What follows belongs to an exercise in optimizing a design on an open flow for small area, a short achievable clock period and few clock cycles per item; a production flow would make more cautious choices.
The RTL was checked by simulation tests, not by an equivalence proof against the original design.

// sr_gen
module sr_gen (
    input  wire        clk,
    input  wire        rst,
    input  wire        in_valid,
    output wire        in_ready,
    input  wire        in_load,
    input  wire [63:0] in_j,
    input  wire [63:0] in_s,
    input  wire [31:0] in_t,
    input  wire [47:0] in_x,
    output wire        out_valid,
    input  wire        out_ready,
    output wire [23:0] out_u
);
Size: about 4400 cells after synthesis, roughly 240 I/O pins, about 0.058 mm^2 of cells after synthesis.
export LEC_CHECK = 0
export CAP_MARGIN = 40
export CORE_MARGIN = 2
export CORE_UTILIZATION = 50
export PLACE_DENSITY = 0.65
export SETUP_SLACK_MARGIN = 0.4
export SLEW_MARGIN = 70
export SYNTH_HIERARCHICAL = 1
create_clock -name core_clock -period 12.0 [get_ports {clk}]
standard.sh (not shown) runs the stock make flow with config.mk's settings and CLKGATE_MAP_FILE= SYNTH_SCRIPT=/design/flow/synth_recipe.tcl, a recipe that flattens the netlist after the stock synthesis.
==> flow/flow/run.sh <==
#!/bin/bash
# Layout: the standard flow (standard.sh) with the standard synthesis
# unchanged. After synthesis two things differ from the standard run:
#  - the port buffers are buf_2 cells instead of the delay cell that
#    buffer_ports picks by default (every port still gets its buffer);
#  - the delay cells (clkdlybuf4s*, dlygate*, dlymetal*) are added to the
#    platform's don't-use list, so the repair of slew, capacitance and long
#    wires uses plain buffers.
# Each tool's output goes to a log file of its own in this folder.
set -euo pipefail
bash standard.sh synth > synth.log 2>&1
FULL=$(make -s -C "$FLOW_HOME" DESIGN_CONFIG="$PWD/config.mk" WORK_HOME="$PWD/orfs" \
       print-DONT_USE_CELLS 2> print_dont_use.log | sed -n 's/^DONT_USE_CELLS: //p')
DU="$FULL"
for c in clkdlybuf4s15_1 clkdlybuf4s15_2 clkdlybuf4s18_1 clkdlybuf4s18_2 \
         clkdlybuf4s25_1 clkdlybuf4s25_2 clkdlybuf4s50_1 clkdlybuf4s50_2 \
         dlygate4sd1_1 dlygate4sd2_1 dlygate4sd3_1 \
         dlymetal6s2s_1 dlymetal6s4s_1 dlymetal6s6s_1; do
  DU="$DU sky130_fd_sc_hd__$c"
done
echo "DONT_USE_CELLS=$DU" > dont_use.txt
bash standard.sh "DONT_USE_CELLS=$DU" \
  "BUFFER_PORTS_ARGS=-buffer_cell sky130_fd_sc_hd__buf_2" finish > layout.log 2>&1
Testbench counts at the start, summed over its fixed seeds: cycles 26,224, items 23,844.
==> next run, changes <==
--- a/flow/config.mk
+++ b/flow/config.mk
@@ -10,3 +10,4 @@
 export CORE_UTILIZATION = 50
-export PLACE_DENSITY = 0.65
+export GPL_ROUTABILITY_DRIVEN = 0
+export PLACE_DENSITY = 0.72
 export SETUP_SLACK_MARGIN = 0.4
Effect:
- wire length is lower by about 0.7%
- via count is higher by about 3%
- maximum frequency goes up by about 0.43%
- die area is unchanged
- synthesized area is unchanged
- setup slack improved by 0.018 ns

* * *

Another version of the RTL of sr_gen (not shown whole).
Size: ~4300 cells after synthesis, about 760 flip-flops, ~240 I/O pins, roughly 57000 µm² of cells after synthesis.
// sr_gen
module sr_gen (
    input  wire        clk,
    input  wire        rst,
    input  wire        in_valid,
    output wire        in_ready,
    input  wire        in_load,
    input  wire [63:0] in_j,
    input  wire [63:0] in_s,
    input  wire [31:0] in_t,
    input  wire [47:0] in_x,
    output wire        out_valid,
    input  wire        out_ready,
    output wire [23:0] out_u
);
export LEC_CHECK = 0
export CAP_MARGIN = 20
export CORE_MARGIN = 2
export CORE_UTILIZATION = 50
export PLACE_DENSITY = 0.65
export SETUP_SLACK_MARGIN = 0.4
export SLEW_MARGIN = 40
export SYNTH_HIERARCHICAL = 1
create_clock -name core_clock -period 12.0 [get_ports {clk}]
Scripts as last shown in full above: flow/flow/run.sh
Testbench counts at the start, summed over its fixed seeds: cycles 26,224, items 23,844.
==> next run, changes <==
- CAP_MARGIN: 20 -> 50
- SLEW_MARGIN: 40 -> 80
Worst setup slack is better by 0.49 ns.
Hold slack stays flat.
Core utilization rises by 4.5 points.
Count of clock-buffer cells in the layout goes up by 6.

-- separate check: timing with driven ports --
No port has a modelled driver above. Below, the same layouts with a new extraction and two added sets of constraints. Step 1 sets driving cells, clkbuf_16 on the clock port and buf_2 on the other inputs (assumed; they add their load-dependent delay and slew). Step 2 moves the port delays by t, midway between the first and last clock arrival at a register: inputs arrive t later, outputs are due t later. That takes back most of the time a late clock gives input paths. Three values: ideal ports, drivers, drivers and shift; two values: the first two.
run | t, ns | slack for setup (ns) | worst setup path at the end
the first run of note 1 | 0.756 | 7.794 / 7.794 / 7.386 | input to register
the second run of note 1 | 0.744 | 7.813 / 7.813 / 7.341 | input to register
the first run of note 2 | 0.758 | 7.207 / 7.207 / 6.686 | input to register
the second run of note 2 | 0.744 | 7.693 / 7.693 / 7.260 | input to register
After both steps setup and hold are still met in every run listed. For the first run of note 2, which loses most, drivers alone change the setup slack by 0.000 ns; drivers and shift together by -0.521 ns.
